This is an optimization exercise on Yosys and OpenROAD, whose aim is small area, a short achievable clock period and few clock cycles per item, not a production implementation. Function was checked by simulation only, so behaviour that the tests miss may differ from the original.

==> flow/design.v <==
module shake256_core (
    input  wire         clk,
    input  wire         rst,         
    input  wire         in_valid,
    output wire         in_ready,
    input  wire [63:0]  in_data,     
    input  wire         in_last,
    input  wire [3:0]   in_nbytes,   
    output wire         done,
    output wire [255:0] digest       
);
    localparam integer RATE_LANES = 17;   
    reg [4:0]  wptr;       
    reg        padpend;    
    reg        bfull;      
    reg        blast;      
    reg        run;        
    reg [4:0]  rnd;        
    reg        plast;      
    reg        done_r;
    reg        rdy_r;      
    reg        go_r;       
    reg        keep_r;     
    reg        abs_r;      
    reg        abs2_r;     
    reg        padb_r;     
    reg [63:0] rc_r;       
    reg [RATE_LANES-1:0] arm_r;    
    reg [RATE_LANES-1:0] parm_r;   
    reg        clr_r;      
    reg [63:0] bl [0:RATE_LANES-1];
    reg [63:0] st [0:24];   
    assign in_ready = rdy_r;
    assign done     = done_r;
    assign digest   = {st[3], st[2], st[1], st[0]};
    wire       acc     = in_valid && rdy_r;
    wire       padw    = padpend && !bfull;
    wire       short_l = in_last && (in_nbytes < 4'd8);    
    reg [63:0] din;
    integer j;
    always @* begin
        for (j = 0; j < 8; j = j + 1) begin
            if (clr_r)
                din[8*j +: 8] = 8'h00;
            else if (padpend)
                din[8*j +: 8] = (j == 0) ? 8'h1F : 8'h00;
            else if (!short_l || j < in_nbytes[2:0])
                din[8*j +: 8] = in_data[8*j +: 8];
            else if (j == in_nbytes[2:0])
                din[8*j +: 8] = 8'h1F;
            else
                din[8*j +: 8] = 8'h00;
        end
    end
    integer i;
    always @(posedge clk) begin
        for (i = 0; i < RATE_LANES; i = i + 1)
            if ((arm_r[i] && in_valid) || parm_r[i] || clr_r)
                bl[i] <= din;
    end
    wire load  = !run && bfull;                              
    wire r23   = run && rnd == 5'd23;
    wire cont  = r23 && !plast && bfull;                     
    wire go    = load || (run && (!r23 || plast || bfull));
    wire take  = load || cont;
    reg [4:0] wptr_n, rnd_n;
    reg       padpend_n, bfull_n, blast_n, run_n, plast_n;
    reg       cpl, cpl_last;
    always @* begin
        wptr_n = wptr; padpend_n = padpend;
        bfull_n = bfull && !take; blast_n = blast;
        cpl = 1'b0; cpl_last = 1'b0;
        if (padw) begin
            cpl = 1'b1; cpl_last = 1'b1; padpend_n = 1'b0;
        end else if (acc) begin
            if (short_l) begin
                cpl = 1'b1; cpl_last = 1'b1;
            end else begin
                if (in_last)
                    padpend_n = 1'b1;
                if (wptr == RATE_LANES-1)
                    cpl = 1'b1;
            end
        end
        if (cpl) begin
            bfull_n = 1'b1;
            blast_n = cpl_last;
            wptr_n  = 5'd0;
        end else if (acc) begin
            wptr_n = wptr + 5'd1;
        end
        run_n = run; rnd_n = rnd; plast_n = plast;
        if (take) begin
            run_n = 1'b1; rnd_n = 5'd0; plast_n = blast;
        end else if (go) begin
            if (r23)
                run_n = 1'b0;
            else
                rnd_n = rnd + 5'd1;
        end
        if (rst) begin
            wptr_n = 5'd0; padpend_n = 1'b0; bfull_n = 1'b0;
            run_n = 1'b0; rnd_n = 5'd0;
        end
    end
    wire load_n = !run_n && bfull_n;
    wire r23_n  = run_n && rnd_n == 5'd23;
    wire cont_n = r23_n && !plast_n && bfull_n;
    wire go_n   = load_n || (run_n && (!r23_n || plast_n || bfull_n));
    always @(posedge clk) begin
        wptr    <= wptr_n;
        padpend <= padpend_n;
        bfull   <= bfull_n;
        blast   <= blast_n;
        run     <= run_n;
        rnd     <= rnd_n;
        plast   <= plast_n;
        done_r  <= !rst && r23 && plast;
        rdy_r   <= !bfull_n && !padpend_n && !rst;
        go_r    <= go_n;
        keep_r  <= !load_n;
        abs_r   <= load_n || cont_n;
        abs2_r  <= bfull_n && (!run_n || cont_n);   
        padb_r  <= (load_n || cont_n) && blast_n;
        rc_r    <= load_n ? 64'd0 : rc(rnd_n);
        clr_r   <= load_n || cont_n || rst;
        for (i = 0; i < RATE_LANES; i = i + 1) begin
            arm_r[i]  <= !bfull_n && !padpend_n && !rst && (wptr_n == i);
            parm_r[i] <= !bfull_n && padpend_n && (wptr_n == i);
        end
    end
    function [63:0] rc;
        input [4:0] r;
        begin
            case (r)
                5'd0:  rc = 64'h0000000000000001;
                5'd1:  rc = 64'h0000000000008082;
                5'd2:  rc = 64'h800000000000808A;
                5'd3:  rc = 64'h8000000080008000;
                5'd4:  rc = 64'h000000000000808B;
                5'd5:  rc = 64'h0000000080000001;
                5'd6:  rc = 64'h8000000080008081;
                5'd7:  rc = 64'h8000000000008009;
                5'd8:  rc = 64'h000000000000008A;
                5'd9:  rc = 64'h0000000000000088;
                5'd10: rc = 64'h0000000080008009;
                5'd11: rc = 64'h000000008000000A;
                5'd12: rc = 64'h000000008000808B;
                5'd13: rc = 64'h800000000000008B;
                5'd14: rc = 64'h8000000000008089;
                5'd15: rc = 64'h8000000000008003;
                5'd16: rc = 64'h8000000000008002;
                5'd17: rc = 64'h8000000000000080;
                5'd18: rc = 64'h000000000000800A;
                5'd19: rc = 64'h800000008000000A;
                5'd20: rc = 64'h8000000080008081;
                5'd21: rc = 64'h8000000000008080;
                5'd22: rc = 64'h0000000080000001;
                default: rc = 64'h8000000080008008;
            endcase
        end
    endfunction
    function integer rho;
        input integer k;
        begin
            case (k)
                0: rho = 0;   1: rho = 1;   2: rho = 62;  3: rho = 28;  4: rho = 27;
                5: rho = 36;  6: rho = 44;  7: rho = 6;   8: rho = 55;  9: rho = 20;
                10: rho = 3;  11: rho = 10; 12: rho = 43; 13: rho = 25; 14: rho = 39;
                15: rho = 41; 16: rho = 45; 17: rho = 15; 18: rho = 21; 19: rho = 8;
                20: rho = 18; 21: rho = 2;  22: rho = 61; 23: rho = 56; default: rho = 14;
            endcase
        end
    endfunction
    reg [63:0] c [0:4];
    reg [63:0] d [0:4];
    reg [63:0] a [0:24];
    reg [63:0] b [0:24];
    reg [63:0] ab [0:24];
    reg [63:0] nxt [0:24];
    reg        kp [0:24];   
    integer x, y;
    always @* begin
        for (x = 0; x < 5; x = x + 1)
            c[x] = st[x] ^ st[x+5] ^ st[x+10] ^ st[x+15] ^ st[x+20];
        for (x = 0; x < 5; x = x + 1)
            d[x] = c[(x+4)%5] ^ {c[(x+1)%5][62:0], c[(x+1)%5][63]};
        for (i = 0; i < 25; i = i + 1)
            a[i] = st[i] ^ d[i%5];
        for (x = 0; x < 5; x = x + 1)
            for (y = 0; y < 5; y = y + 1)
                b[y + 5*((2*x + 3*y) % 5)] = (a[x+5*y] << rho(x+5*y)) |
                                             (a[x+5*y] >> ((64 - rho(x+5*y)) % 64));
        for (i = 0; i < 25; i = i + 1) begin
            kp[i] = keep_r;
            ab[i] = (i < RATE_LANES && ((i < 9) ? abs_r : abs2_r)) ? bl[i] : 64'd0;
        end
        ab[RATE_LANES-1][63] = ab[RATE_LANES-1][63] ^ padb_r;
        ab[0] = ab[0] ^ rc_r;
        for (x = 0; x < 5; x = x + 1)
            for (y = 0; y < 5; y = y + 1)
                nxt[x+5*y] = ((kp[x+5*y] ? b[x+5*y] : 64'd0) ^ ab[x+5*y]) ^
                             (kp[x+5*y] ? (~b[(x+1)%5+5*y] & b[(x+2)%5+5*y]) : 64'd0);
    end
    always @(posedge clk) begin
        if (go_r)
            for (i = 0; i < 25; i = i + 1)
                st[i] <= nxt[i];
    end
endmodule
==> flow/flow/run.sh <==
#!/bin/bash
# Standard ORFS layout with two changes:
# - synthesis maps the logic with flow/abc_map.script (dc2, &dch -f, &nf)
#   in place of ORFS's speed script, for a smaller netlist. Everything else in
#   synthesis (synth_recipe.tcl: no fsm/share passes, flattening, renaming) is
#   the standard flow's own, so registers and their cells are the standard synthesis's.
# - the port buffers that global placement inserts are buf_2 cells.
# Each make run's output goes to its own log here; ORFS's per-step logs are
# under orfs/logs.
set -euo pipefail
W=$(pwd)
{
  cat <<'EOT'
proc abc {args} {
  set i [lsearch -exact $args -script]
  if { $i >= 0 } { set args [lreplace $args $i [expr {$i + 1}] -script $::env(MY_ABC_SCRIPT)] }
  set j [lsearch -exact $args -D]
  if { $j >= 0 } { set args [lreplace $args $j [expr {$j + 1}]] }
  yosys abc {*}$args
}
EOT
  cat synth_recipe.tcl
} > "$W/flow_synth.tcl"
export MY_ABC_SCRIPT="$W/flow/abc_map.script"
bash standard.sh SYNTH_SCRIPT="$W/flow_synth.tcl" synth > "$W/synth_make.log" 2>&1
bash standard.sh "BUFFER_PORTS_ARGS=-buffer_cell sky130_fd_sc_hd__buf_2" finish > "$W/layout_make.log" 2>&1
==> flow/flow/abc_map.script <==
strash
dc2
&get -n
&dch -f
&nf -R 1000
&put
topo
==> flow/standard.sh <==
#!/bin/bash
# synth_recipe.tcl (not shown) runs the flow's synth.tcl, then flattens the netlist and writes it again
# the make line also repeats each setting of config.mk as NAME=value (left out here)
make -C /OpenROAD-flow-scripts/flow DESIGN_CONFIG=/design/flow/config.mk WORK_HOME=/design/flow/orfs CLKGATE_MAP_FILE= SYNTH_SCRIPT=/design/flow/synth_recipe.tcl "${@:-finish}"
==> flow/config.mk <==
export PLATFORM = sky130hd
export DESIGN_NAME = shake256_core
export DESIGN_NICKNAME = shake256_core
export VERILOG_FILES = /design/flow/design.v
export SDC_FILE = /design/flow/constraint.sdc
export NUM_CORES = 8
export LEC_CHECK = 0
export CAP_MARGIN = 30
export CORE_MARGIN = 2
export CORE_UTILIZATION = 48
export CTS_CLUSTER_DIAMETER = 120
export CTS_CLUSTER_SIZE = 16
export PLACE_DENSITY = 0.65
export SETUP_SLACK_MARGIN = 3.5
export SLEW_MARGIN = 30
==> flow/constraint.sdc <==
create_clock -name core_clock -period 6.5 [get_ports {clk}]
set_input_delay 1.3000 -clock core_clock [delete_from_list [all_inputs] [get_ports {clk}]]
set_output_delay 1.3000 -clock core_clock [all_outputs]
set_load 0.01 [all_outputs]
==> flow_metrics.env, run 1 <==
export IMPL_outcome="no timing/DRC/antenna violations"
export IMPL_gp_congestion=1.159
export IMPL_ys_seq_elements=2752
export IMPL_worstPathCellList="xor2_1, xnor2_1, xnor2_2, xnor2_1, buf_4, xnor2_4, nand2_1, xnor2_1, xnor2_1"
export IMPL_unrepaired_setup_endpoints_after_global_routing="true"
export IMPL_track_usage_pct=54.54
export IMPL_h_tree_depth=4
export IMPL_start_util_pct=48.25
export IMPL_fin_setup_tns_ns=0
export IMPL_rrSetupSlack_ns=3.27
export IMPL_routed_top_layer="met5"
export IMPL_clock_tree_from_tritoncts="done"
export IMPL_holdCritPathClass="reg2reg"
export IMPL_layout_drive_gt1_share_pct=23.85
export IMPL_detailroute_via_count=120206
export IMPL_fmax_mhz=309.5
export IMPL_initialDrtViolationCount=21810
export IMPL_hold_viol=0
export IMPL_finalInstanceArea_mm2=0.2003
export IMPL_worstSetupPathType="reg2reg"
export IMPL_global_route_overflow=0
export IMPL_numCtsBuffers=194
export IMPL_worst_path_buf_inv=1
export IMPL_detailedPlacementHpwl_mm=732.9
export IMPL_grt_antenna_before_repair=142
export IMPL_holdBufCountCts=0
export IMPL_cap_violations=0
export IMPL_fin_skew_ns=0.07454
export IMPL_syn_area_mm2=0.1521
export IMPL_synthFlopType="edfxtp_1"
export IMPL_ys_warn_count=10
export IMPL_ctsRootBufferMaster="clkbuf_16"
export IMPL_mostFrequentLayoutCells="xnor2_1 (3105), nand2_1 (2712), edfxtp_1 (2688), nor2_1 (1672), buf_4 (972)"
export IMPL_drt_met1_wl_mm=301.8
export IMPL_syn_nets=13327
export IMPL_grt_first_pass_wirelength_mm=1101
export IMPL_timing_critical_path_max_delay_family="XOR/XNOR gates"
export IMPL_async_flop_share_pct=0
export IMPL_wl_met2_mm=340.4
export IMPL_placement_cell_area_mm2=0.1694
export IMPL_crit_required_ns=7.21
export IMPL_clk_pin_slew_ns=0.08
export IMPL_num_fill_cells=24142
export IMPL_io_buffers=329
export IMPL_worst_path_arrival_ns=3.94
export IMPL_final_max_slew_viol_count=0
export IMPL_timing_critical_path_slowest_stage_cell="xnor2_4"
export IMPL_synthesis_area_per_instance_um2=11.48
export IMPL_drt_pass1_iterations=6
export IMPL_floorplan_rows=206
export IMPL_hold_path_end="done_r"
export IMPL_holdPathStages=2
export IMPL_worst_pin_slew_ns=1.207
export IMPL_hp_start="plast"
export IMPL_finalNetCount=15208
export IMPL_final_min_clock_period_ns=3.231
export IMPL_area_growth_syn_to_layout_pct=31.66
export IMPL_die_area_mm2=0.3214
export IMPL_max_slew_margin_pct=19.51
export IMPL_grt_pass1_vias=102505
export IMPL_die_height_um=566.9
export IMPL_clock_latency_at_the_later_pin_of_the_worst_skew_pair_ns=1.00
export IMPL_worst_r2r_cell_count=9
export IMPL_timing_final_setup_violations=0
export IMPL_cp_max_fo=4
export IMPL_via_per_inst=6.177
export IMPL_detail_route_antenna_nets=0
export IMPL_multiInputGateArea_mm2=0.09098
export IMPL_critPathMaxStageDelay_ns=0.59
export IMPL_maximum_number_of_pins_on_one_net_before_global_route_repair=178
export IMPL_ys_types=36
export IMPL_postSynthCellCount=13245
export IMPL_detail_route_drc_violations=0
export IMPL_commonest_non_fill_non_tap_cell_in_the_layout="xnor2_1"
export IMPL_cts_path_max_buffers=4
export IMPL_start_kind="register"
export IMPL_timing_critical_path_to_type="register"
export IMPL_ioPinCount=330
export IMPL_met3RoutedLength_mm=152.0
export IMPL_number_of_flops_mapped_to_enable_cells_by_yosys=2688
export IMPL_area_sequential_mm2=0.08201
export IMPL_die_width_um=566.9
export IMPL_cts_sinks=2752
export IMPL_floorplan_core_area_mm2=0.3152
export IMPL_seq_area_frac_synth_pct=53.91
export IMPL_critical_path_top_cell_by_count="xnor2_1"
export IMPL_r2r_end="st[13][14]"
export IMPL_r2r_start="st[5][5]"
export IMPL_wl_per_cell_um=46.22
export IMPL_layout_worst_path_cycle_share_pct=49.71
export IMPL_totalWireLength_mm=899.5
[worst min-delay path: cells and delay by family (launching register included)]
kind | cells | cell delay [ns]
flops | 1 | 0.33
simple gates | 2 | 0.12
[how the worst max path moves through the flow]
stage	startpoint	end	depth (start not counted)
after global placement	in_nbytes[3]	bl[9][21]	7
final	st[5][5]	st[13][14]	9
after global routing	st[5][5]	st[13][14]	9
after floorplan	go_r	st[0][0]	0
after CTS	st[5][4]	st[1][48]	9
after detailed placement	in_nbytes[3]	bl[0][8]	7
[synthesized netlist by cell type, types with 3 or more instances]
library cell / number / area, um2
ha_1: 10 / 125.1
a21oi_1: 21 / 105.1
dfxtp_1: 64 / 1281
and3_1: 7 / 43.79
nand4_1: 4 / 25.02
xor2_1: 651 / 5702
xnor2_1: 4738 / 41500
nand2_1: 2713 / 10180
a211o_1: 17 / 148.9
nor2_1: 1686 / 6329
o21a_1: 20 / 150.1
mux2i_1: 515 / 5155
o21ai_0: 13 / 65.06
nand3_1: 7 / 35.03
clkinv_1: 11 / 41.29
and2_0: 21 / 131.4
or2_0: 3 / 18.77
nor3_1: 26 / 130.1
nand2b_1: 10 / 62.56
edfxtp_1: 2688 / 80720
[cell families (layout without fill, tap and decap cells)]
family / Yosys count / after routing / synth area share, %
buf+inv: 11 / 1926 / 0.02715
xor+xnor: 5389 / 5389 / 31.03
other cells: 0 / 141 / 0
fa+ha+maj: 10 / 10 / 0.08226
mux: 516 / 516 / 3.396
compound gates: 82 / 82 / 0.3652
flops: 2752 / 2752 / 53.91
simple gates: 4485 / 4485 / 11.19
[per-layer routing]
layer / global-route usage, % / vias up
met5: 0 / -
met4: 50.75 / 62
met3: 26.70 / 2271
met2: 70.36 / 10303
met1: 65.61 / 59862
li1: - / 47708
[final cells by class]
cell class | count | area share [%]
multi-input combinational | 10482 | 45.43
inverter | 11 | 0.02062
antenna | 141 | 0.1762
sequential | 2752 | 40.95
clock buffer | 219 | 2.492
clock inverter | 11 | 0.09809
timing repair buffer | 1685 | 8.226
tap | 4160 | 2.599
[through the flow]
| step | hold slack, ns | setup slack (ns) | instances | utilization, % |
|---|---|---|---|---|
| floorplan | 0.4457 | -5.212 | 13245 | - |
| global placement | 0.4790 | 1.183 | 18289 | 52.95 |
| detailed placement | 0.4818 | 1.867 | 18299 | 53.74 |
| CTS | 0.4947 | 3.211 | 18981 | 60.91 |
| global route | 0.5380 | 3.340 | 19335 | 63.43 |
| finish | 0.4915 | 3.269 | 19461 | 63.53 |
[state kept, by name, indices dropped and copies added, names as in the netlist, 5 cells and up]
| register | flops |
|---|---|
| st | 1600 |
| rnd | 5 |
| arm_r | 17 |
| rc_r | 7 |
| wptr | 5 |
| bl | 1088 |
| parm_r | 17 |
[repair_timing]
item                                    in CTS  in global routing
gates resized for setup                   1413                439
pin swaps                                  239                241
endpoints found under the setup margin    2320               1381
setup buffers                              452                339
Testbench counts, summed over its fixed seeds: cycles 4,830, items 54.
==> inputs of run 2 (changes only) <==
--- a/flow/config.mk
+++ b/flow/config.mk
@@ -7,9 +7,8 @@
 export LEC_CHECK = 0
 export CAP_MARGIN = 30
 export CORE_MARGIN = 2
-export CORE_UTILIZATION = 48
+export CORE_UTILIZATION = 55
 export CTS_CLUSTER_DIAMETER = 120
 export CTS_CLUSTER_SIZE = 16
-export PLACE_DENSITY = 0.65
 export SETUP_SLACK_MARGIN = 3.5
 export SLEW_MARGIN = 30
==> run 2 against run 1 <==
- flip-flop and latch count unchanged
- clock skew is 0.019 ns lower
- die area decreased by 13%
- routed wire length decreased by 2.2%
- non-clock buffer count fell by 186
- critical endpoint is now st[15][44]
==> flow_metrics.env, run 2 <==
export IMPL_maximum_number_of_pins_on_one_net_before_global_route_repair=206
export IMPL_layout_worst_path_cycle_share_pct=50.93
export IMPL_h_tree_depth=4
export IMPL_unrepaired_setup_endpoints_after_global_routing="true"
export IMPL_gp_congestion=1.219
export IMPL_num_fill_cells=18406
export IMPL_yosysMostFrequentCell="xnor2_1"
export IMPL_worstSetupPathType="reg2reg"
export IMPL_synthFlopType="edfxtp_1"
export IMPL_clock_latency_at_the_later_pin_of_the_worst_skew_pair_ns=0.99
export IMPL_start_util_pct=55.16
export IMPL_finalNetCount=15021
export IMPL_hold_viol=0
export IMPL_holdCritPathClass="reg2reg"
export IMPL_timing_final_setup_violations=0
export IMPL_grt_first_pass_wirelength_mm=1085
export IMPL_r2r_end="st[15][44]"
export IMPL_ys_warn_count=10
export IMPL_ys_seq_elements=2752
export IMPL_syn_area_mm2=0.1521
export IMPL_area_growth_syn_to_layout_pct=29.47
export IMPL_syn_nets=13327
export IMPL_die_width_um=529.9
export IMPL_postSynthCellCount=13245
export IMPL_worst_r2r_cell_count=8
export IMPL_final_min_clock_period_ns=3.310
export IMPL_die_height_um=529.9
export IMPL_via_per_inst=6.703
export IMPL_final_max_slew_viol_count=0
export IMPL_fin_setup_tns_ns=0
export IMPL_ys_types=36
export IMPL_detail_route_antenna_nets=0
export IMPL_synthesis_area_per_instance_um2=11.48
export IMPL_floorplan_core_area_mm2=0.2758
export IMPL_grt_antenna_before_repair=123
export IMPL_number_of_flops_mapped_to_enable_cells_by_yosys=2688
export IMPL_fin_skew_ns=0.05598
export IMPL_grt_pass1_vias=108918
export IMPL_synth_top_cells_by_area="edfxtp_1 (53%), xnor2_1 (27%), nand2_1 (6.7%)"
export IMPL_synth_common_cells="xnor2_1 (4738), nand2_1 (2713), edfxtp_1 (2688), nor2_1 (1686), xor2_1 (651)"
export IMPL_finalNonFillerCells=18856
export IMPL_registers_top_by_ff_count="st"
export IMPL_async_flop_share_pct=0
export IMPL_detailedPlacementHpwl_mm=690.1
export IMPL_mostFrequentLayoutCells="xnor2_1 (3148), nand2_1 (2713), edfxtp_1 (2688), nor2_1 (1666), xnor2_2 (905)"
export IMPL_cp_max_fo=5
export IMPL_outcome="no timing/DRC/antenna violations"
export IMPL_cp_endpoint="st[15][44]"
export IMPL_worst_setup_path_startpoint="st[10][34]"
export IMPL_clk_pin_slew_ns=0.08
export IMPL_die_area_mm2=0.2808
export IMPL_wl_per_cell_um=46.65
export IMPL_io_buffers=329
export IMPL_detailroute_via_count=126384
export IMPL_max_slew_margin_pct=17.17
export IMPL_global_route_overflow=0
export IMPL_clock_tree_from_tritoncts="done"
export IMPL_multiInputGateArea_mm2=0.09020
export IMPL_layout_top_registers="st (1600), bl (1088)"
export IMPL_track_usage_pct=60.86
export IMPL_largest_register_ffs=1600
export IMPL_worst_path_arrival_ns=4.04
export IMPL_start_kind="register"
export IMPL_floorplan_rows=193
export IMPL_crit_required_ns=7.23
export IMPL_timing_critical_path_to_type="register"
export IMPL_dp_cells=17759
export IMPL_area_sequential_mm2=0.08201
export IMPL_ioPinCount=330
export IMPL_commonest_non_fill_non_tap_cell_in_the_layout="xnor2_1"
export IMPL_rrSetupSlack_ns=3.19
export IMPL_cts_sinks=2752
export IMPL_totalWireLength_mm=879.7
export IMPL_seq_area_frac_synth_pct=53.91
export IMPL_detail_route_drc_violations=0
export IMPL_drt_pass1_iterations=10
export IMPL_yosysTopAreaCellShare_pct=53.07
export IMPL_cts_path_max_buffers=4
export IMPL_cap_violations=0
export IMPL_layout_drive_gt1_share_pct=22.62
export IMPL_r2r_start="st[10][34]"
export IMPL_yosys_area_top_type="edfxtp_1"
export IMPL_initialDrtViolationCount=25103
export IMPL_ctsRootBufferMaster="clkbuf_16"
export IMPL_numCtsBuffers=193
export IMPL_worst_pin_slew_ns=1.242
export IMPL_fmax_mhz=302.1
-- run 2: cell counts after synthesis --
Identical to the previous run, type by type.
-- run 2: how the worst min path moves through the flow --
stage | from | end | slack [ns] | cells after the start
after global routing | blast | blast | 0.52 | 2
after CTS | blast | blast | 0.51 | 2
after floorplan | plast | done_r | 0.45 | 2
after detailed placement | blast | blast | 0.49 | 2
after global placement | plast | done_r | 0.47 | 2
final | blast | blast | 0.51 | 2
-- run 2: layout make-up --
type / instances / area share, %
Sequential cell: 2752 / 41.65
Multi-Input combinational cell: 10482 / 45.80
Timing Repair Buffer: 1499 / 7.375
Clock buffer: 218 / 2.532
Tap cell: 3705 / 2.354
Clock inverter: 7 / 0.04066
Inverter: 11 / 0.02160
Antenna cell: 182 / 0.2313
-- run 2: routing by layer --
layer  vias to the layer above  GRT usage [%]  wire length [um]
met5                         -          6.137              3555
met1                     61494          65.15            258700
met3                      3907          38.72            172700
met4                        64          62.84            119300
li1                      47348              -                 -
met2                     13571          77.54            325500
-- run 2: metrics by stage --
step	hold slack, ns	area, um2	utilization [%]	setup slack [ns]
finish	0.5091	196900	71.41	3.190
CTS	0.5058	187900	68.15	3.162
detailed placement	0.4874	167600	60.77	2.094
floorplan	0.4457	152100	-	-5.212
global route	0.5202	196500	71.27	3.281
global placement	0.4718	165100	59.88	2.022
-- run 2: worst max-delay path: stages (launching register included) --
cell and delay (ns):
edfxtp_1 0.49, xor2_1 0.21, xnor2_1 0.16, xnor2_2 0.55, xnor2_2 0.39, xnor2_4 0.71, nand2_1 0.16, nor2_1 0.17
xnor2_1 0.24
-- run 2: repair_timing --
| action | CTS | global route |
|---|---|---|
| pin swaps | 233 | 249 |
| setup buffers | 379 | 307 |
| gates resized for setup | 1261 | 493 |
| endpoints found under the setup margin | 1975 | 1321 |
| cloned | 0 | 0 |
| hold buffers | 0 | 0 |
-- run 2: cells by family (layout without fill, tap and decap cells) --
group	count (synthesis)	count (layout)	share of synthesized area, %
AO/OA/AOI/OAI	82	82	0.3652
XOR/XNOR	5389	5389	31.03
adder cells (fa/ha/maj)	10	10	0.08226
buffers and inverters	11	1735	0.02715
flip-flops	2752	2752	53.91
multiplexers	516	516	3.396
other	0	182	0
AND/OR/NAND/NOR	4485	4485	11.19
==> inputs of run 3 (changes only) <==
--- a/flow/config.mk
+++ b/flow/config.mk
@@ -7,8 +7,8 @@
 export LEC_CHECK = 0
 export CAP_MARGIN = 30
 export CORE_MARGIN = 2
-export CORE_UTILIZATION = 55
+export CORE_UTILIZATION = 50
 export CTS_CLUSTER_DIAMETER = 120
 export CTS_CLUSTER_SIZE = 16
-export SETUP_SLACK_MARGIN = 3.5
+export SETUP_SLACK_MARGIN = 3.4
 export SLEW_MARGIN = 30
==> run 3 against run 2 <==
- clock-buffer cell count fell by 11
- clock skew is 0.0027 ns lower
- first-iteration DRC count is 5.6% lower
- critical endpoint is now st[0][55]
==> flow_metrics.env, run 3 <==
export IMPL_hold_worst_slack_ns=0.5057
export IMPL_numCtsBuffers=193
export IMPL_hold_path_end="done_r"
export IMPL_outcome="no timing/DRC/antenna violations"
export IMPL_detailroute_via_count=122414
export IMPL_async_flop_share_pct=0
export IMPL_h_tree_depth=4
export IMPL_layout_setup_ws_ns=3.125
export IMPL_rrSetupSlack_ns=3.12
export IMPL_holdPathStages=2
export IMPL_number_of_flops_mapped_to_enable_cells_by_yosys=2688
export IMPL_ctsRootBufferMaster="clkbuf_16"
export IMPL_unrepaired_setup_endpoints_after_global_routing="true"
export IMPL_timing_critical_path_to_type="register"
export IMPL_detail_route_antenna_nets=0
export IMPL_r2r_start="st[11][12]"
export IMPL_num_fill_cells=22745
export IMPL_totalWireLength_mm=893.3
export IMPL_hold_viol=0
export IMPL_syn_area_mm2=0.1521
export IMPL_cts_path_max_buffers=4
export IMPL_clock_latency_at_the_later_pin_of_the_worst_skew_pair_ns=0.97
export IMPL_postSynthCellCount=13245
export IMPL_floorplan_core_area_mm2=0.3028
export IMPL_worst_path_arrival_ns=4.08
export IMPL_worstPathCellList="xor2_1, xnor2_1, xnor2_1, xnor2_2, xnor2_1, nand2_1, nor2_1, xnor2_1"
export IMPL_final_min_clock_period_ns=3.375
export IMPL_ys_types=36
export IMPL_yosys_area_top_type="edfxtp_1"
export IMPL_fin_skew_ns=0.05333
export IMPL_track_usage_pct=56.72
export IMPL_fmax_mhz=296.3
export IMPL_drt_pass1_iterations=8
export IMPL_mostFrequentLayoutCells="xnor2_1 (3240), nand2_1 (2712), edfxtp_1 (2688), nor2_1 (1664), xnor2_2 (941)"
export IMPL_holdBufCountCts=0
export IMPL_hp_start="plast"
export IMPL_synthFlopType="edfxtp_1"
export IMPL_detailedPlacementHpwl_mm=720.3
export IMPL_grt_first_pass_wirelength_mm=1105
export IMPL_layout_drive_gt1_share_pct=20.47
export IMPL_timing_critical_path_slowest_stage_cell="xnor2_1"
export IMPL_gp_congestion=1.179
export IMPL_timing_critical_path_max_delay_family="XOR/XNOR gates"
export IMPL_final_max_slew_viol_count=0
export IMPL_cts_sinks=2752
export IMPL_start_util_pct=50.24
export IMPL_initialDrtViolationCount=23707
export IMPL_layout_top_registers="st (1600), bl (1088)"
export IMPL_clk_pin_slew_ns=0.07
export IMPL_syn_nets=13327
export IMPL_cap_violations=0
export IMPL_worst_path_buf_inv=0
export IMPL_area_growth_syn_to_layout_pct=26.44
export IMPL_die_width_um=555.6
export IMPL_grt_antenna_before_repair=148
export IMPL_yosysTopAreaCellShare_pct=53.07
export IMPL_die_height_um=555.6
export IMPL_worst_pin_slew_ns=1.130
export IMPL_yosysMostFrequentCell="xnor2_1"
export IMPL_crit_required_ns=7.21
export IMPL_ioPinCount=330
export IMPL_die_area_mm2=0.3086
export IMPL_io_buffers=329
export IMPL_setup_ws_pre_cts_ns=1.772
export IMPL_synth_common_cells="xnor2_1 (4738), nand2_1 (2713), edfxtp_1 (2688), nor2_1 (1686), xor2_1 (651)"
export IMPL_layout_worst_path_cycle_share_pct=51.92
export IMPL_cp_max_fo=5
export IMPL_detail_route_drc_violations=0
export IMPL_grt_pass1_vias=106188
export IMPL_synth_top_cells_by_area="edfxtp_1 (53%), xnor2_1 (27%), nand2_1 (6.7%)"
export IMPL_wl_per_cell_um=47.39
export IMPL_r2r_end="st[0][55]"
export IMPL_critical_path_top_cell_by_count="xnor2_1"
export IMPL_start_kind="register"
export IMPL_clock_tree_from_tritoncts="done"
export IMPL_global_route_overflow=0
export IMPL_critPathMaxStageDelay_ns=0.80
export IMPL_registers_top_by_ff_count="st"
export IMPL_finalNetCount=14754
export IMPL_commonest_non_fill_non_tap_cell_in_the_layout="xnor2_1"
export IMPL_synthesis_area_per_instance_um2=11.48
export IMPL_seq_area_frac_synth_pct=53.91
export IMPL_worst_r2r_cell_count=8
export IMPL_maximum_number_of_pins_on_one_net_before_global_route_repair=167
export IMPL_timing_final_setup_violations=0
export IMPL_floorplan_rows=202
export IMPL_via_per_inst=6.494
export IMPL_fin_setup_tns_ns=0
export IMPL_holdCritPathClass="reg2reg"
export IMPL_ys_warn_count=10
export IMPL_worstSetupPathType="reg2reg"
export IMPL_max_slew_margin_pct=24.70
export IMPL_ys_seq_elements=2752
export IMPL_largest_register_ffs=1600
[run 3: area by class of cell]
class | count | area (um2) | share of cell area [%]
timing repair buffer | 1231 | 11750 | 6.107
tap | 3978 | 4977 | 2.588
sequential | 2752 | 82010 | 42.64
clock inverter | 8 | 122.6 | 0.06376
multi-input combinational | 10483 | 88000 | 45.76
antenna | 181 | 452.9 | 0.2355
inverter | 11 | 45.04 | 0.02342
clock buffer | 207 | 4967 | 2.583
[run 3: routing by layer]
metal | vias up | global-route usage, % | share of wire (%)
li1 | 46844 | - | -
met1 | 60504 | 63.23 | 31
met2 | 11895 | 72.86 | 38
met3 | 3109 | 32.29 | 18
met4 | 62 | 58.11 | 13
met5 | - | 1.406 | 0.22
[run 3: worst max path at each step]
| stage | startpoint | to | slack, ns | cells after the start |
|---|---|---|---|---|
| CTS | st[19][7] | st[16][43] | 3.10 | 9 |
| finish | st[11][12] | st[0][55] | 3.12 | 8 |
| floorplan | go_r | st[0][0] | -5.21 | 0 |
| detailed placement | in_nbytes[3] | bl[12][9] | 1.77 | 7 |
| global route | st[11][12] | st[9][9] | 3.20 | 8 |
| global placement | in_nbytes[3] | bl[8][12] | 1.89 | 7 |
[run 3: kinds of logic (layout without fill, tap and decap cells)]
family | Yosys count | in the layout | synth area share [%]
XOR/XNOR | 5389 | 5389 | 31.03
multiplexers | 516 | 516 | 3.396
AND/OR/NAND/NOR | 4485 | 4485 | 11.19
buffers and inverters | 11 | 1457 | 0.02715
flip-flops | 2752 | 2752 | 53.91
AO/OA/AOI/OAI | 82 | 83 | 0.3652
other | 0 | 181 | 0
adder cells (fa/ha/maj) | 10 | 10 | 0.08226
[run 3: tightest hold or removal path, stage by stage, from the launching register on]
cell     delay [ns]
dfxtp_1        0.33
nand2_1        0.08
nor2_1         0.05
[run 3: stage by stage]
step	util (%)	cell area (um2)	std cells
2_1_floorplan	-	152100	13245
3_3_place_gp	54.82	166000	18042
3_5_place_dp	55.79	168900	18058
4_1_cts	61.24	185400	18495
5_1_grt	63.37	191900	18675
6_report	63.52	192300	18851
[run 3: what timing repair did]
item,CTS,global route
setup buffers,221,173
gates resized for setup,993,413
hold endpoints to repair,0,0
endpoints found under the setup margin,1873,923
gates cloned,1,0
pin swaps,146,159
==> inputs of run 4 (changes only) <==
==> flow/config.mk (replaced) <==
export PLATFORM = sky130hd
export DESIGN_NAME = shake256_core
export DESIGN_NICKNAME = shake256_core
export VERILOG_FILES = /design/flow/design.v
export SDC_FILE = /design/flow/constraint.sdc
export NUM_CORES = 8
export LEC_CHECK = 0
export CAP_MARGIN = 25
export CORE_MARGIN = 2
export CORE_UTILIZATION = 45
export CTS_CLUSTER_DIAMETER = 120
export CTS_CLUSTER_SIZE = 16
export PLACE_DENSITY = 0.7
export SETUP_SLACK_MARGIN = 3.4
export SLEW_MARGIN = 25
==> run 4 against run 3 <==
- still clean on timing, DRC and antenna
- final cell count increased by 3.7%
- area after synthesis is the same
- final area up 1.7%
- global-route usage down 2.9 points
- utilization down 5.4 points
- sequential share of layout area shrank 0.70 points
- critical endpoint is now st[20][31]
==> flow_metrics.env, run 4 <==
export IMPL_outcome="no timing/DRC/antenna violations"
export IMPL_wl_per_cell_um=48.00
export IMPL_met2_usage_pct=69.86
export IMPL_global_route_overflow=0
export IMPL_use_met1_pct=64.86
export IMPL_synthFlopType="edfxtp_1"
export IMPL_synth_mux_area_share_pct=3.396
export IMPL_timing_final_setup_violations=0
export IMPL_clock_tree_from_tritoncts="done"
export IMPL_via_per_inst=6.103
export IMPL_ys_seq_elements=2752
export IMPL_synth_top_family_by_area="XOR/XNOR gates"
export IMPL_max_slew_margin_pct=15.78
export IMPL_num_fill_cells=27502
export IMPL_detailroute_via_count=119299
export IMPL_placement_cell_area_mm2=0.1691
export IMPL_die_width_um=585.4
export IMPL_detail_route_drc_violations=0
export IMPL_grt_antenna_before_repair=157
export IMPL_layout_drive_gt1_share_pct=21.52
export IMPL_worst_pin_slew_ns=1.263
export IMPL_cts_path_max_buffers=4
export IMPL_synth_top_cells_by_area="edfxtp_1 (53%), xnor2_1 (27%), nand2_1 (6.7%)"
export IMPL_largest_register_ffs=1600
export IMPL_commonest_non_fill_non_tap_cell_in_the_layout="xnor2_1"
export IMPL_mostFrequentLayoutCells="xnor2_1 (3203), nand2_1 (2713), edfxtp_1 (2688), nor2_1 (1673), xnor2_2 (918)"
export IMPL_layout_worst_path_cycle_share_pct=52.18
export IMPL_timing_critical_path_to_type="register"
export IMPL_detailedPlacementHpwl_mm=767.7
export IMPL_final_max_slew_viol_count=0
export IMPL_syn_area_mm2=0.1521
export IMPL_setup_ws_pre_cts_ns=2.009
export IMPL_holdCritPathClass="reg2reg"
export IMPL_clock_latency_at_the_later_pin_of_the_worst_skew_pair_ns=1.01
export IMPL_ys_warn_count=10
export IMPL_global_route_met3_utilization_pct=26.03
export IMPL_cp_max_fo=5
export IMPL_synth_common_cells="xnor2_1 (4738), nand2_1 (2713), edfxtp_1 (2688), nor2_1 (1686), xor2_1 (651)"
export IMPL_io_buffers=329
export IMPL_dp_cells=18636
export IMPL_yosysMostFrequentCell="xnor2_1"
export IMPL_syn_nets=13327
export IMPL_clk_pin_slew_ns=0.08
export IMPL_floorplan_core_area_mm2=0.3366
export IMPL_totalWireLength_mm=938.4
export IMPL_crit_required_ns=7.18
export IMPL_synth_compound_area_share_pct=0.3652
export IMPL_final_min_clock_period_ns=3.392
export IMPL_synthAdderAreaFrac_pct=0.08226
export IMPL_detail_route_antenna_nets=0
export IMPL_yosysTopAreaCellShare_pct=53.07
export IMPL_layout_top_registers="st (1600), bl (1088)"
export IMPL_registers_top_by_ff_count="st"
export IMPL_finalInstanceArea_mm2=0.1955
export IMPL_fin_skew_ns=0.06729
export IMPL_layout_setup_ws_ns=3.108
export IMPL_worstSetupPathType="reg2reg"
export IMPL_hold_viol=0
export IMPL_start_util_pct=45.19
export IMPL_ctsRootBufferMaster="clkbuf_16"
export IMPL_yosys_area_top_type="edfxtp_1"
export IMPL_floorplan_rows=213
export IMPL_h_tree_depth=4
export IMPL_seq_area_frac_synth_pct=53.91
export IMPL_die_area_mm2=0.3427
export IMPL_synthesis_area_per_instance_um2=11.48
export IMPL_ioPinCount=330
export IMPL_drt_pass1_iterations=7
export IMPL_ys_types=36
export IMPL_async_flop_share_pct=0
export IMPL_grt_first_pass_wirelength_mm=1145
export IMPL_finalNetCount=14909
export IMPL_unrepaired_setup_endpoints_after_global_routing="true"
export IMPL_maximum_number_of_pins_on_one_net_before_global_route_repair=166
export IMPL_area_growth_syn_to_layout_pct=28.55
export IMPL_worst_path_arrival_ns=4.07
export IMPL_final_core_density_pct=58.09
export IMPL_gp_congestion=1.142
export IMPL_finalNonFillerCells=19549
export IMPL_synth_xor_xnor_area_share_pct=31.03
export IMPL_fmax_mhz=294.8
export IMPL_cts_sinks=2752
export IMPL_number_of_flops_mapped_to_enable_cells_by_yosys=2688
export IMPL_initialDrtViolationCount=21869
export IMPL_track_usage_pct=53.79
export IMPL_globalRoute_busiestLayer="met2"
export IMPL_grt_pass1_vias=101592
export IMPL_numCtsBuffers=195
export IMPL_fin_setup_tns_ns=0
export IMPL_postSynthCellCount=13245
export IMPL_cap_violations=0
export IMPL_synth_simple_area_share_pct=11.19
export IMPL_start_kind="register"
export IMPL_die_height_um=585.4
[run 4: logic make-up after synthesis]
logic type | after synthesis
mux | 516
xor+xnor | 5389
compound gates | 82
buf+inv | 11
fa+ha+maj | 10
flops | 2752
simple gates | 4485
[run 4: final timing paths]
path / start / endpoint / slack (ns) / depth (start not counted)
min: plast / done_r / 0.51 / 2
max: st[15][55] / st[20][31] / 3.11 / 8
min reg2reg: plast / done_r / 0.51 / 2
max reg2reg: st[15][55] / st[20][31] / 3.11 / 8
[run 4: through the flow]
stage               hold slack [ns]
floorplan                    0.4457
global placement             0.4746
detailed placement           0.4834
CTS                          0.5013
global route                 0.5273
finish                       0.5096
[run 4: cell type report]
class	instances	area (um2)	share of cell area, %
Tap cell	4515	5649	2.889
Multi-Input combinational cell	10482	88910	45.47
Antenna cell	161	402.9	0.2061
Clock buffer	228	5046	2.581
Inverter	11	41.29	0.02112
Timing Repair Buffer	1385	13220	6.762
Sequential cell	2752	82020	41.95
Clock inverter	15	234.0	0.1197
[run 4: what timing repair did]
item                                     CTS  global route
gates resized for setup                 1232           374
setup buffers                            290           216
hold buffers                               0             0
endpoints found under the setup margin  2015           884
cloned                                     0             1
pin swaps                                186           159
[run 4: routing by layer]
layer  wire (um)  part of all wire [%]
met5         593                 0.063
met3      152100                    16
met1      323600                    34
met4      103400                    11
met2      358700                    38
[run 4: worst max-delay path: stages, from the launching register on]
cell      delay [ns]
edfxtp_1        0.52
xor2_1          0.20
xnor2_1         0.17
xnor2_2         0.47
xnor2_4         0.24
xnor2_4         0.51
nand2_1         0.18
nor2_1          0.17
mux2i_1         0.60
==> inputs of run 5 (changes only) <==
==> flow/config.mk (replaced) <==
export PLATFORM = sky130hd
export DESIGN_NAME = shake256_core
export DESIGN_NICKNAME = shake256_core
export VERILOG_FILES = /design/flow/design.v
export SDC_FILE = /design/flow/constraint.sdc
export NUM_CORES = 8
export LEC_CHECK = 0
export CAP_MARGIN = 20
export CORE_MARGIN = 2
export CORE_UTILIZATION = 45
export CTS_CLUSTER_DIAMETER = 120
export CTS_CLUSTER_SIZE = 16
export SETUP_SLACK_MARGIN = 3.3
export SLEW_MARGIN = 20
==> run 5 against run 4 <==
- non-clock buffer count fell by 277
- setup slack worse by 0.10 ns
- final cell count shrank 1.5%
- first-iteration DRC count is 5.8% lower
- critical path type unchanged
==> flow_metrics.env, run 5 <==
export IMPL_outcome="no timing/DRC/antenna violations"
export IMPL_worst_pin_slew_ns=1.157
export IMPL_grt_pass1_vias=100026
export IMPL_detailedPlacementHpwl_mm=761.1
export IMPL_gp_congestion=1.134
export IMPL_placement_cell_area_mm2=0.1683
export IMPL_timing_final_setup_violations=0
export IMPL_unrepaired_setup_endpoints_after_global_routing="true"
export IMPL_maximum_number_of_pins_on_one_net_before_global_route_repair=150
export IMPL_ioPinCount=330
export IMPL_ys_seq_elements=2752
export IMPL_crit_required_ns=7.21
export IMPL_holdCritPathClass="reg2reg"
export IMPL_detail_route_drc_violations=0
export IMPL_start_util_pct=45.19
export IMPL_worstPathCellList="xor2_1, xnor2_1, xnor2_2, xnor2_1, buf_4, xnor2_2, nand2_1, nor2_1, xnor2_2"
export IMPL_worstSetupPathType="reg2reg"
export IMPL_cp_max_fo=5
export IMPL_finalInstanceArea_mm2=0.1882
export IMPL_floorplan_core_area_mm2=0.3366
export IMPL_largest_register_ffs=1600
export IMPL_ys_types=36
export IMPL_h_tree_depth=4
export IMPL_timing_critical_path_slowest_stage_cell="xnor2_2"
export IMPL_timing_critical_path_to_type="register"
export IMPL_clk_pin_slew_ns=0.09
export IMPL_final_max_slew_viol_count=0
export IMPL_yosys_area_top_type="edfxtp_1"
export IMPL_io_buffers=329
export IMPL_setup_ws_pre_cts_ns=2.002
export IMPL_holdBufCountCts=0
export IMPL_ys_warn_count=10
export IMPL_detail_route_antenna_nets=0
export IMPL_cap_violations=0
export IMPL_cts_path_max_buffers=4
export IMPL_finalNetCount=14632
export IMPL_initialDrtViolationCount=20609
export IMPL_critPathMaxStageDelay_ns=0.68
export IMPL_layout_drive_gt1_share_pct=18.79
export IMPL_fmax_mhz=286.3
export IMPL_via_per_inst=6.045
export IMPL_cts_sinks=2752
export IMPL_hold_worst_slack_ns=0.4900
export IMPL_yosysTopAreaCellShare_pct=53.07
export IMPL_seq_area_frac_synth_pct=53.91
export IMPL_die_width_um=585.4
export IMPL_wl_per_cell_um=47.59
export IMPL_layout_worst_path_cycle_share_pct=53.74
export IMPL_numCtsBuffers=195
export IMPL_worst_path_arrival_ns=4.21
export IMPL_track_usage_pct=52.53
export IMPL_final_core_density_pct=55.92
export IMPL_syn_nets=13327
export IMPL_final_min_clock_period_ns=3.493
export IMPL_fin_setup_tns_ns=0
export IMPL_mostFrequentLayoutCells="xnor2_1 (3379), nand2_1 (2713), edfxtp_1 (2688), nor2_1 (1673), xnor2_2 (934)"
export IMPL_commonest_non_fill_non_tap_cell_in_the_layout="xnor2_1"
export IMPL_syn_area_mm2=0.1521
export IMPL_grt_antenna_before_repair=154
export IMPL_clock_tree_from_tritoncts="done"
export IMPL_registers_top_by_ff_count="st"
export IMPL_start_kind="register"
export IMPL_clock_latency_at_the_later_pin_of_the_worst_skew_pair_ns=1.00
export IMPL_synthFlopType="edfxtp_1"
export IMPL_postSynthCellCount=13245
export IMPL_ctsRootBufferMaster="clkbuf_16"
export IMPL_synth_top_cells_by_area="edfxtp_1 (53%), xnor2_1 (27%), nand2_1 (6.7%)"
export IMPL_drt_pass1_iterations=8
export IMPL_layout_setup_ws_ns=3.007
export IMPL_layout_top_registers="st (1600), bl (1088)"
export IMPL_totalWireLength_mm=916.6
export IMPL_hold_viol=0
export IMPL_floorplan_rows=213
export IMPL_synth_common_cells="xnor2_1 (4738), nand2_1 (2713), edfxtp_1 (2688), nor2_1 (1686), xor2_1 (651)"
export IMPL_fin_skew_ns=0.05643
export IMPL_critical_path_top_cell_by_count="xnor2_2"
export IMPL_number_of_flops_mapped_to_enable_cells_by_yosys=2688
export IMPL_die_area_mm2=0.3427
export IMPL_yosysMostFrequentCell="xnor2_1"
export IMPL_async_flop_share_pct=0
export IMPL_max_slew_margin_pct=22.84
export IMPL_global_route_overflow=0
export IMPL_num_fill_cells=28472
export IMPL_area_growth_syn_to_layout_pct=23.75
export IMPL_synthesis_area_per_instance_um2=11.48
export IMPL_grt_first_pass_wirelength_mm=1120
export IMPL_die_height_um=585.4
export IMPL_detailroute_via_count=116418
[run 5: cell counts after synthesis]
No cell type changed its count.
[run 5: final cells by class]
cell class                 count  area [um2]  area share (%)
antenna                      161       402.9          0.2140
clock buffer                 210        4936           2.622
clock inverter                20       275.3          0.1462
inverter                      11       41.29         0.02194
multi-input combinational  10482       85340           45.34
sequential                  2752       82020           43.57
tap                         4515        5649           3.001
timing repair buffer        1108        9568           5.083
[run 5: path summary, 6_finish.rpt]
path	depth (start not counted)	slack, ns	startpoint	to
min	2	0.49	plast	done_r
max reg2reg	9	3.01	st[10][16]	st[15][26]
max	9	3.01	st[10][16]	st[15][26]
min reg2reg	2	0.49	plast	done_r
[run 5: metrics by stage]
stage | cells
floorplan | 13245
global placement | 18655
detailed placement | 18671
CTS | 19028
global route | 19108
finish | 19259
[run 5: layer usage]
| metal | share of wire [%] | GRT usage, % | vias up | wire [um] |
|---|---|---|---|---|
| met5 | 0.086 | 0.6584 | - | 789 |
| met2 | 39 | 69.60 | 9239 | 356500 |
| met4 | 11 | 48.31 | 48 | 101600 |
| met1 | 35 | 63.52 | 58531 | 319000 |
| met3 | 15 | 22.94 | 1974 | 138700 |
| li1 | - | - | 46626 | - |
[run 5: critical path: cells and delay by family (launching register included)]
kind,cells,cell delay [ns]
XOR/XNOR,6,2.04
buffers and inverters,1,0.23
flip-flops,1,0.53
AND/OR/NAND/NOR,2,0.39
[run 5: logic make-up (layout without fill, tap and decap cells)]
logic type / Yosys count / after routing / synth area share (%)
other cells: 0 / 161 / 0
compound gates: 82 / 82 / 0.3652
flops: 2752 / 2752 / 53.91
mux: 516 / 516 / 3.396
simple gates: 4485 / 4485 / 11.19
xor+xnor: 5389 / 5389 / 31.03
buf+inv: 11 / 1349 / 0.02715
fa+ha+maj: 10 / 10 / 0.08226
[run 5: timing repair]
action                                   CTS  global route
endpoints found under the setup margin  1590           783
gates resized for setup                  944           371
setup buffers                            127            69
pin swaps                                114            71
==> inputs of run 6 (changes only) <==
==> flow/config.mk (replaced) <==
export PLATFORM = sky130hd
export DESIGN_NAME = shake256_core
export DESIGN_NICKNAME = shake256_core
export VERILOG_FILES = /design/flow/design.v
export SDC_FILE = /design/flow/constraint.sdc
export NUM_CORES = 8
export LEC_CHECK = 0
export CAP_MARGIN = 25
export CORE_MARGIN = 2
export CORE_UTILIZATION = 45
export CTS_CLUSTER_DIAMETER = 150
export CTS_CLUSTER_SIZE = 20
export PLACE_DENSITY = 0.7
export SETUP_SLACK_MARGIN = 3.5
export SLEW_MARGIN = 25
==> run 6 against run 5 <==
- still clean
- clock skew is 0.0035 ns higher
- utilization up 4.1 points
- clock-buffer cell count is 25 lower
- die area unchanged
- maximum frequency is 4.1% higher
- critical path depth up 1
- global-route usage increased by 1.5 points
- critical endpoint is now st[4][61]
- highest routed layer unchanged
==> flow_metrics.env, run 6 <==
export IMPL_final_max_slew_viol_count=0
export IMPL_holdBufCountCts=0
export IMPL_largest_register_ffs=1600
export IMPL_synth_simple_area_share_pct=11.19
export IMPL_floorplan_core_area_mm2=0.3366
export IMPL_ys_seq_elements=2752
export IMPL_clock_latency_at_the_later_pin_of_the_worst_skew_pair_ns=0.99
export IMPL_outcome="no timing/DRC/antenna violations"
export IMPL_dp_cells=18636
export IMPL_unrepaired_setup_endpoints_after_global_routing="true"
export IMPL_globalRoute_busiestLayer="met2"
export IMPL_timing_critical_path_slowest_stage_cell="edfxtp_1"
export IMPL_numCtsBuffers=159
export IMPL_die_area_mm2=0.3427
export IMPL_cts_sinks=2752
export IMPL_holdCritPathClass="reg2reg"
export IMPL_finalNetCount=15310
export IMPL_finalNonFillerCells=19941
export IMPL_track_usage_pct=54.00
export IMPL_worst_path_buf_inv=2
export IMPL_io_buffers=329
export IMPL_ioPinCount=330
export IMPL_synthesis_area_per_instance_um2=11.48
export IMPL_max_slew_margin_pct=15.27
export IMPL_worst_r2r_cell_count=10
export IMPL_grt_antenna_before_repair=157
export IMPL_global_route_overflow=0
export IMPL_mostFrequentLayoutCells="xnor2_1 (3067), nand2_1 (2713), edfxtp_1 (2688), nor2_1 (1672), buf_4 (1063)"
export IMPL_num_fill_cells=26804
export IMPL_worstSetupPathType="reg2reg"
export IMPL_cts_path_max_buffers=4
export IMPL_layout_worst_path_cycle_share_pct=51.64
export IMPL_timing_critical_path_to_type="register"
export IMPL_synthFlopType="edfxtp_1"
export IMPL_worstPathCellList="xor2_1, xnor2_1, xnor2_2, xnor2_2, buf_4, xnor2_4, buf_12, nand2_1, xnor2_1, xnor2_2"
export IMPL_async_flop_share_pct=0
export IMPL_setup_ws_pre_cts_ns=2.009
export IMPL_totalWireLength_mm=942.7
export IMPL_synth_top_cells_by_area="edfxtp_1 (53%), xnor2_1 (27%), nand2_1 (6.7%)"
export IMPL_detail_route_drc_violations=0
export IMPL_synth_common_cells="xnor2_1 (4738), nand2_1 (2713), edfxtp_1 (2688), nor2_1 (1686), xor2_1 (651)"
export IMPL_layout_drive_gt1_share_pct=24.55
export IMPL_die_width_um=585.4
export IMPL_commonest_non_fill_non_tap_cell_in_the_layout="xnor2_1"
export IMPL_yosys_area_top_type="edfxtp_1"
export IMPL_hold_viol=0
export IMPL_start_kind="register"
export IMPL_crit_required_ns=7.18
export IMPL_number_of_flops_mapped_to_enable_cells_by_yosys=2688
export IMPL_critical_path_top_cell_by_count="xnor2_2"
export IMPL_ys_warn_count=10
export IMPL_layout_top_registers="st (1600), bl (1088)"
export IMPL_synth_compound_area_share_pct=0.3652
export IMPL_area_growth_syn_to_layout_pct=32.91
export IMPL_detail_route_antenna_nets=0
export IMPL_fin_setup_tns_ns=0
export IMPL_via_per_inst=6.088
export IMPL_synth_xor_xnor_area_share_pct=31.03
export IMPL_syn_area_mm2=0.1521
export IMPL_grt_first_pass_wirelength_mm=1151
export IMPL_fmax_mhz=297.9
export IMPL_clock_tree_from_tritoncts="done"
export IMPL_final_min_clock_period_ns=3.357
export IMPL_cp_max_fo=4
export IMPL_detailroute_via_count=121399
export IMPL_critPathMaxStageDelay_ns=0.57
export IMPL_start_util_pct=45.19
export IMPL_syn_nets=13327
export IMPL_ys_types=36
export IMPL_drt_pass1_iterations=9
export IMPL_met2_usage_pct=70.27
export IMPL_h_tree_depth=4
export IMPL_die_height_um=585.4
export IMPL_yosysTopAreaCellShare_pct=53.07
export IMPL_maximum_number_of_pins_on_one_net_before_global_route_repair=166
export IMPL_worst_path_arrival_ns=4.04
export IMPL_seq_area_frac_synth_pct=53.91
export IMPL_holdPathStages=2
export IMPL_clk_pin_slew_ns=0.10
export IMPL_timing_critical_path_max_delay_family="XOR/XNOR gates"
export IMPL_cap_violations=0
export IMPL_registers_top_by_ff_count="st"
export IMPL_hold_worst_slack_ns=0.5150
export IMPL_ctsRootBufferMaster="clkbuf_16"
export IMPL_initialDrtViolationCount=20973
export IMPL_synthAdderAreaFrac_pct=0.08226
export IMPL_synth_top_family_by_area="XOR/XNOR gates"
export IMPL_worst_pin_slew_ns=1.271
export IMPL_grt_pass1_vias=102844
export IMPL_use_met1_pct=65.43
export IMPL_postSynthCellCount=13245
export IMPL_layout_setup_ws_ns=3.143
export IMPL_global_route_met3_utilization_pct=25.36
export IMPL_gp_congestion=1.142
export IMPL_yosysMostFrequentCell="xnor2_1"
export IMPL_timing_final_setup_violations=0
export IMPL_synth_mux_area_share_pct=3.396
export IMPL_detailedPlacementHpwl_mm=767.7
export IMPL_wl_per_cell_um=47.28
export IMPL_fin_skew_ns=0.05995
export IMPL_worstSetupPathDepth=10
export IMPL_floorplan_rows=213
run 6: cell counts after synthesis:
Identical to the previous run, type by type.
run 6: per-stage QoR:
stage	utilization (%)	instance area (um2)
2_1_floorplan	-	152100
3_3_place_gp	49.85	167800
3_5_place_dp	50.24	169100
4_1_cts	57.63	194000
5_1_grt	59.95	201800
6_report	60.06	202200
run 6: logic make-up after synthesis:
group,after synthesis
compound gates,82
xor+xnor,5389
fa+ha+maj,10
buf+inv,11
flops,2752
mux,516
simple gates,4485
run 6: per-layer routing:
metal,wire (um),share of wire (%)
met1,323300,34
met5,1712,0.18
met4,105300,11
met3,151600,16
met2,360800,38
run 6: final timing paths:
path / startpoint / end / slack, ns
max: st[18][47] / st[4][61] / 3.14
min: plast / done_r / 0.51
max reg2reg: st[18][47] / st[4][61] / 3.14
min reg2reg: plast / done_r / 0.51
run 6: what timing repair did:
item,4_1_cts,5_1_grt
resized for setup,1607,363
pin swaps,309,279
gates cloned,1,0
endpoints found under the setup margin,2462,1146
setup buffers,533,412
run 6: cell type report:
cell class	count	area [um2]	area share, %
multi-input combinational	10482	91710	45.36
sequential	2752	82020	40.57
timing repair buffer	1822	18070	8.938
tap	4515	5649	2.794
clock buffer	185	4098	2.027
antenna	163	407.9	0.2018
clock inverter	11	171.4	0.08479
inverter	11	42.54	0.02104
run 6: worst register-to-register path, cell delays in order, from the launching register on:
cell	delay [ns]
edfxtp_1	0.57
xor2_1	0.22
xnor2_1	0.19
xnor2_2	0.44
xnor2_2	0.24
buf_4	0.30
xnor2_4	0.16
buf_12	0.20
nand2_1	0.12
xnor2_1	0.21
xnor2_2	0.43
==> inputs of run 7 (changes only) <==
--- a/flow/flow/run.sh
+++ b/flow/flow/run.sh
@@ -5,6 +5,7 @@
 #   synthesis (synth_recipe.tcl: no fsm/share passes, flattening, renaming) is
 #   the standard flow's own, so registers and their cells are the standard synthesis's.
 # - the port buffers that global placement inserts are buf_2 cells.
+# - timing is repaired once, after global routing, not also after CTS.
 # Each make run's output goes to its own log here; ORFS's per-step logs are
 # under orfs/logs.
 set -euo pipefail
@@ -23,4 +24,4 @@
 } > "$W/flow_synth.tcl"
 export MY_ABC_SCRIPT="$W/flow/abc_map.script"
 bash standard.sh SYNTH_SCRIPT="$W/flow_synth.tcl" synth > "$W/synth_make.log" 2>&1
-bash standard.sh "BUFFER_PORTS_ARGS=-buffer_cell sky130_fd_sc_hd__buf_2" finish > "$W/layout_make.log" 2>&1
+bash standard.sh "BUFFER_PORTS_ARGS=-buffer_cell sky130_fd_sc_hd__buf_2" SKIP_CTS_REPAIR_TIMING=1 finish > "$W/layout_make.log" 2>&1
==> flow/config.mk (replaced) <==
export PLATFORM = sky130hd
export DESIGN_NAME = shake256_core
export DESIGN_NICKNAME = shake256_core
export VERILOG_FILES = /design/flow/design.v
export SDC_FILE = /design/flow/constraint.sdc
export NUM_CORES = 8
export LEC_CHECK = 0
export CAP_MARGIN = 20
export CORE_MARGIN = 2
export CORE_UTILIZATION = 45
export CTS_CLUSTER_DIAMETER = 120
export CTS_CLUSTER_SIZE = 16
export SETUP_SLACK_MARGIN = 3.5
export SLEW_MARGIN = 20
==> run 7 against run 6 <==
- still clean
- die area stayed put
- non-clock buffer count fell by 184
- first-iteration DRC count down 5.5%
- sequential share of layout area rose by 0.53 points
- critical endpoint is now st[16][2]
- highest routed layer unchanged
==> flow_metrics.env, run 7 <==
export IMPL_synth_top_cells_by_area="edfxtp_1 (53%), xnor2_1 (27%), nand2_1 (6.7%)"
export IMPL_floorplan_core_area_mm2=0.3366
export IMPL_synth_common_cells="xnor2_1 (4738), nand2_1 (2713), edfxtp_1 (2688), nor2_1 (1686), xor2_1 (651)"
export IMPL_fin_skew_ns=0.06026
export IMPL_unrepaired_setup_endpoints_after_global_routing="true"
export IMPL_layout_worst_path_cycle_share_pct=52.33
export IMPL_die_width_um=585.4
export IMPL_timing_critical_path_max_delay_family="XOR/XNOR gates"
export IMPL_cap_violations=0
export IMPL_holdCritPathClass="reg2reg"
export IMPL_gp_congestion=1.134
export IMPL_outcome="no timing/DRC/antenna violations"
export IMPL_yosys_area_top_type="edfxtp_1"
export IMPL_start_kind="register"
export IMPL_clk_pin_slew_ns=0.08
export IMPL_fin_setup_tns_ns=0
export IMPL_clock_tree_from_tritoncts="done"
export IMPL_floorplan_rows=213
export IMPL_synthesis_area_per_instance_um2=11.48
export IMPL_ys_warn_count=10
export IMPL_grt_antenna_before_repair=155
export IMPL_async_flop_share_pct=0
export IMPL_critPathMaxStageDelay_ns=0.77
export IMPL_hold_viol=0
export IMPL_syn_area_mm2=0.1521
export IMPL_ioPinCount=330
export IMPL_layout_drive_gt1_share_pct=23.52
export IMPL_h_tree_depth=4
export IMPL_via_per_inst=5.996
export IMPL_fmax_mhz=294.0
export IMPL_clock_latency_at_the_later_pin_of_the_worst_skew_pair_ns=1.01
export IMPL_totalWireLength_mm=925.3
export IMPL_detail_route_drc_violations=0
export IMPL_cts_sinks=2752
export IMPL_synthFlopType="edfxtp_1"
export IMPL_setup_ws_pre_cts_ns=2.002
export IMPL_wl_per_cell_um=46.74
export IMPL_layout_setup_ws_ns=3.098
export IMPL_timing_final_setup_violations=0
export IMPL_finalNetCount=15163
export IMPL_detail_route_antenna_nets=0
export IMPL_layout_top_registers="st (1600), bl (1088)"
export IMPL_die_area_mm2=0.3427
export IMPL_area_growth_syn_to_layout_pct=31.21
export IMPL_detailroute_via_count=118707
export IMPL_mostFrequentLayoutCells="xnor2_1 (3112), nand2_1 (2713), edfxtp_1 (2688), nor2_1 (1671), buf_4 (978)"
export IMPL_ys_seq_elements=2752
export IMPL_detailedPlacementHpwl_mm=761.1
export IMPL_syn_nets=13327
export IMPL_initialDrtViolationCount=19820
export IMPL_hold_worst_slack_ns=0.4858
export IMPL_final_min_clock_period_ns=3.402
export IMPL_placement_cell_area_mm2=0.1683
export IMPL_grt_pass1_vias=98775
export IMPL_ys_types=36
export IMPL_crit_required_ns=7.23
export IMPL_io_buffers=329
export IMPL_largest_register_ffs=1600
export IMPL_worstSetupPathType="reg2reg"
export IMPL_yosysTopAreaCellShare_pct=53.07
export IMPL_postSynthCellCount=13245
export IMPL_worst_path_buf_inv=0
export IMPL_track_usage_pct=52.17
export IMPL_grt_first_pass_wirelength_mm=1111
export IMPL_drt_pass1_iterations=7
export IMPL_numCtsBuffers=195
export IMPL_die_height_um=585.4
export IMPL_ctsRootBufferMaster="clkbuf_16"
export IMPL_timing_critical_path_to_type="register"
export IMPL_number_of_flops_mapped_to_enable_cells_by_yosys=2688
export IMPL_global_route_overflow=0
export IMPL_yosysMostFrequentCell="xnor2_1"
export IMPL_seq_area_frac_synth_pct=53.91
export IMPL_start_util_pct=45.19
export IMPL_max_slew_margin_pct=15.87
export IMPL_worst_path_arrival_ns=4.13
export IMPL_cts_path_max_buffers=4
export IMPL_worst_pin_slew_ns=1.256
export IMPL_final_max_slew_viol_count=0
export IMPL_worstPathCellList="xor2_1, xnor2_1, xnor2_2, xnor2_4, xnor2_4, nand2_1, nor2_1, xnor2_1"
export IMPL_registers_top_by_ff_count="st"
export IMPL_cp_max_fo=5
export IMPL_finalInstanceArea_mm2=0.1996
export IMPL_maximum_number_of_pins_on_one_net_before_global_route_repair=150
export IMPL_timing_critical_path_slowest_stage_cell="xnor2_4"
export IMPL_commonest_non_fill_non_tap_cell_in_the_layout="xnor2_1"
## run 7: cell counts after synthesis
Identical to the previous run, type by type.
## run 7: tightest hold or removal path: cells and delay by family (launching register included)
family,cells,cell delay [ns]
and+or+nand+nor,2,0.12
DFF,1,0.33
## run 7: cells by family (layout without fill, tap and decap cells)
family | after synthesis | count (layout) | share of synthesized area (%)
compound gates | 82 | 83 | 0.3652
buf+inv | 11 | 1879 | 0.02715
flops | 2752 | 2752 | 53.91
other cells | 0 | 169 | 0
fa+ha+maj | 10 | 10 | 0.08226
xor+xnor | 5389 | 5389 | 31.03
mux | 516 | 516 | 3.396
simple gates | 4485 | 4485 | 11.19
## run 7: cell type report
class,count,area (um2)
sequential,2752,82020
multi-input combinational,10483,90810
inverter,11,45.04
tap,4515,5649
timing repair buffer,1638,15420
clock inverter,20,275.3
clock buffer,210,4936
antenna,169,422.9
fill,27218,137000
## run 7: metrics by stage
step | utilization [%] | cells
5_1_grt | 59.18 | 19641
4_1_cts | 51.56 | 18901
3_5_place_dp | 50.01 | 18671
2_1_floorplan | - | 13245
3_3_place_gp | 49.85 | 18655
6_report | 59.29 | 19798
## run 7: worst paths after layout
kind,cells after the start,slack [ns],endpoint,from
max,8,3.10,st[16][2],st[13][50]
min,2,0.49,done_r,plast
max reg2reg,8,3.10,st[16][2],st[13][50]
min reg2reg,2,0.49,done_r,plast
## run 7: per-layer routing
metal  share of wire (%)  global-route usage [%]
met5                0.18                       0
met3                  16                   22.77
met1                  34                   63.12
met2                  39                   69.23
met4                  11                   47.70

afterwards: timing with drivers on the ports:
No port has a modelled driver above. Below, the same layouts with a new extraction and two added sets of constraints. Step 1, drivers: a clkbuf_16 drives clk and a buf_2 each remaining input, both assumed. Step 2 times the ports against the registers' clock, not the clock port: input delays grow and output delays shrink by t, the midpoint of the rising clock arrivals with the driver on. a / b / c = ideal / step 1 / step 2; a / b = the first two.
| run | shift t [ns] | setup slack, ns | latest minus earliest clock arrival (ns) | slew at the worst register clock pin (ns) |
|---|---|---|---|---|
| run 1 | 1.087 | 3.269 / 3.254 / 2.579 | 0.076 / 0.075 | 0.09 / 0.09 |
| run 2 | 1.081 | 3.190 / 3.190 / 2.317 | 0.057 / 0.057 | 0.09 / 0.09 |
| run 3 | 1.068 | 3.125 / 3.125 / 2.313 | 0.054 / 0.054 | 0.09 / 0.09 |
| run 4 | 1.090 | 3.108 / 3.108 / 2.341 | 0.072 / 0.072 | 0.10 / 0.10 |
| run 5 | 1.115 | 3.007 / 3.007 / 2.058 | 0.059 / 0.060 | 0.10 / 0.10 |
| run 6 | 1.095 | 3.143 / 3.143 / 2.463 | 0.061 / 0.061 | 0.12 / 0.12 |
| run 7 | 1.111 | 3.098 / 3.098 / 2.456 | 0.062 / 0.061 | 0.09 / 0.09 |
After both steps setup and hold are still met in every run listed. The setup slack of run 5, which loses most, moves by 0.000 ns with the drivers and by -0.949 ns with both steps.
